Context: an optimization exercise on an open-source flow, tuned for small area, a short achievable clock period and few clock cycles per item. The choices shown serve that exercise and are no tape-out recipe.
In this exercise RTL edits were held to simulation tests only and were not proved equivalent to the original.
Power and IR drop assume default switching activity.

== pepper ==
Design pwm_minp, start of the top module:
module pwm_minp (
    input  wire        clk,
    input  wire        rst,
    input  wire        in_valid,
    output wire        in_ready,
    input  wire [18:0] in_per,
    input  wire [13:0] in_dly_r,
    input  wire [13:0] in_dly_f,
    input  wire [10:0] in_duty_max,
    input  wire        in_clamp,
    input  wire        in_clear,
    input  wire [7:0]  in_ls,
    input  wire [75:0] in_h,
    input  wire [3:0]  in_centre,
    output reg         out_valid,
    output reg  [7:0]  out_ls,
    output reg  [75:0] out_on,
    output reg  [75:0] out_off,
    output reg  [3:0]  out_drop,
    output reg  [3:0]  out_raise
);
Settings: LEC_CHECK=0, ABC_AREA=1, CAP_MARGIN=20, CORE_MARGIN=2, CORE_UTILIZATION=40, CTS_CLUSTER_DIAMETER=120, CTS_CLUSTER_SIZE=25, GPL_ROUTABILITY_DRIVEN=0, SLEW_MARGIN=30; clock period 26.0 ns.
standard.sh (not shown) runs the stock make flow with config.mk's settings and CLKGATE_MAP_FILE= SYNTH_SCRIPT=/design/flow/synth_recipe.tcl, a recipe that flattens the netlist after the stock synthesis.
==> flow/flow/run.sh <==
#!/bin/bash
# The standard layout, with every port buffered by a buf_1 instead of the
# buffer_ports default, and timing repair aiming at 19.5 ns of setup slack.
set -euo pipefail
export BUFFER_PORTS_ARGS="-buffer_cell sky130_fd_sc_hd__buf_1"
export SETUP_SLACK_MARGIN=19.5
bash standard.sh > standard.log 2>&1
Testbench counts of pepper, summed over its fixed seeds: cycles 32,032, items 32,000.
What juniper does differently from pepper at the input level:
Settings: CTS_CLUSTER_DIAMETER changed from 120 to 100; CAP_MARGIN changed from 20 to 50; SLEW_MARGIN changed from 30 to 70; GPL_ROUTABILITY_DRIVEN removed (was 0); ABC_AREA changed from 1 to 0; CTS_CLUSTER_SIZE changed from 25 to 20.
==> flow/flow/run.sh <==
#!/bin/bash
# The standard layout, with every port buffered by a buf_2 instead of the
# buffer_ports default, and timing repair aiming at 19.5 ns of setup slack.
set -euo pipefail
export BUFFER_PORTS_ARGS="-buffer_cell sky130_fd_sc_hd__buf_2"
export SETUP_SLACK_MARGIN=19.5
bash standard.sh > standard.log 2>&1
## What came out
juniper finished end to end and its layout was clean on timing, DRC and antenna. juniper vs. pepper: cell count went down by 933; cell area power density increased about 0.47%; total power rose about 3.6%.
The inputs of harbor differ from those of juniper as listed below.
Settings: changing ABC_AREA from 0 to 1; changing CAP_MARGIN from 50 to 30; changing SLEW_MARGIN from 70 to 50; changing CTS_CLUSTER_SIZE from 20 to 25; changing CTS_CLUSTER_DIAMETER from 100 to 120.
==> flow/flow/run.sh <==
#!/bin/bash
# The standard layout, with every port buffered by a buf_1 instead of the
# buffer_ports default, and timing repair aiming at 19.5 ns of setup slack.
set -euo pipefail
export BUFFER_PORTS_ARGS="-buffer_cell sky130_fd_sc_hd__buf_1"
export SETUP_SLACK_MARGIN=19.5
bash standard.sh > standard.log 2>&1
[summary]
Worst-path cell with the longest stage delay = sky130_fd_sc_hd__dfxtp_1: harbor; worst-path cell with the longest stage delay = sky130_fd_sc_hd__fa_2: juniper. harbor vs juniper — routing usage on met2 rose 2.0 points. Per the comparison of harbor with juniper, number of buffers created by CTS down about 17%, routed wire length up about 6%. harbor reports a lower clock-buffer cell count than juniper does. Higher filler cell count in the final layout among harbor and juniper: harbor. Synthesized-area fraction occupied by ao, oa, aoi and oai cells: harbor and juniper compared, lower one is harbor. Comparing harbor and juniper, total stage count of the critical path is higher on juniper. Taking juniper as the reference, in harbor post-route core utilization went down; via count went up.
diff inputs: harbor => nickel
Settings: CTS_CLUSTER_DIAMETER now 100, was 120; CORE_UTILIZATION now 55, was 40; CTS_CLUSTER_SIZE now 20, was 25.
Notes after the runs:
- Between nickel and harbor, it is nickel whose number of buffers outside the clock class in the layout is lower, by 13.
- Diff harbor -> nickel: maximum ir drop on the vdd rail went up 20%, relative area of clock buffers and inverters in the final design went up 0.30 points, total track usage went up 8.5 points, wire length went down 7.2%, number of cells after detailed placement went down about 6%.
- harbor has lower worst hold margin than nickel.
- Compared with harbor, nickel has less setup slack.
- Via count of the first global-routing pass in nickel is 0.91% higher than in harbor
- nickel vs harbor, final critical-path required period went up by 27 ps.
- nickel completed end to end with timing, DRC and antenna clean.
--- input diff nickel..sierra ---
Settings: swapping 55 for 40 in CORE_UTILIZATION; swapping 100 for 120 in CTS_CLUSTER_DIAMETER; swapping 20 for 25 in CTS_CLUSTER_SIZE; swapping 50 for 30 in SLEW_MARGIN; swapping 30 for 20 in CAP_MARGIN.
==> comparison <==
Compare sierra and nickel | non-clock buffer count higher: sierra
Re largest net degree at the start of global routing: sierra and nickel aren't equal, and the higher value belongs to nickel.
Looking at half-perimeter wire length after detailed placement, sierra sits above nickel.
Global-route track usage on met1 | sierra below nickel
Per the comparison of sierra with nickel, cell leakage power roughly the same; synthesized cell count was more or less identical; portion of the layout cell area used by clock cells dropped 0.33 points; sequential group power now sits at about the same level; sequential share of layout area -0.32 points.
The core of sierra is less densely filled than that of nickel.
## Diff of input files: tundra against sierra
Settings: CTS_CLUSTER_SIZE: 25 -> 20; CTS_CLUSTER_DIAMETER: 120 -> 100; SLEW_MARGIN: 30 -> 70; CAP_MARGIN: 20 -> 50.
==> flow/flow/run.sh <==
#!/bin/bash
# The standard layout, with every port buffered by a buf_2 instead of the
# buffer_ports default, and timing repair aiming at 19.5 ns of setup slack.
set -euo pipefail
export BUFFER_PORTS_ARGS="-buffer_cell sky130_fd_sc_hd__buf_2"
export SETUP_SLACK_MARGIN=19.5
bash standard.sh > standard.log 2>&1
==> notes.md <==
- Per the comparison of tundra with sierra, via density per instance up about 0.32%, layout multi-input combinational cell count flat.
- On wire length on met1, the higher figure sits with sierra, not tundra.
- ~same hold slack in tundra and sierra
- tundra against sierra: count of placed standard cells in the final layout, fillers left out climbed 39; headroom to the max-slew limit rose 38 points.
- The met2 track utilization from global routing of sierra and that of tundra are within noise of each other.
- Going from sierra to tundra, number of fill cells in the layout shrank slightly.
- Diff sierra -> tundra: number of buffers inserted during clock tree synthesis now sits higher, shortest clock period the worst path allows after layout rose by 5.5 ps.

what the ideal ports hide:
No port has a modelled driver above. Below, the same layouts with a new extraction and two added sets of constraints.
Step 1, drivers: a clkbuf_16 drives clk and a buf_2 each remaining input, both assumed.
Step 2, shift: input delay + t, output delay - t, t = (earliest + latest rising clock arrival at the registers) / 2. This alone moves slack from input paths to output paths.
a / b / c = ideal / step 1 / step 2; a / b = the first two.
run	t, ns	setup WS [ns]	hold WS [ns]	worst setup path at the end
pepper	0.725	19.570 / 19.495 / 19.751	0.328 / 0.328 / 0.328	register to register
juniper	0.738	19.588 / 19.543 / 19.588	0.318 / 0.318 / 0.318	register to register
harbor	0.722	19.570 / 19.495 / 19.782	0.321 / 0.321 / 0.321	register to register
nickel	0.756	19.543 / 19.468 / 19.772	0.325 / 0.325 / 0.325	register to register
sierra	0.740	19.556 / 19.480 / 19.810	0.326 / 0.326 / 0.326	register to register
tundra	0.742	19.550 / 19.477 / 19.720	0.325 / 0.325 / 0.325	register to register
After both steps every run listed still meets setup and hold.
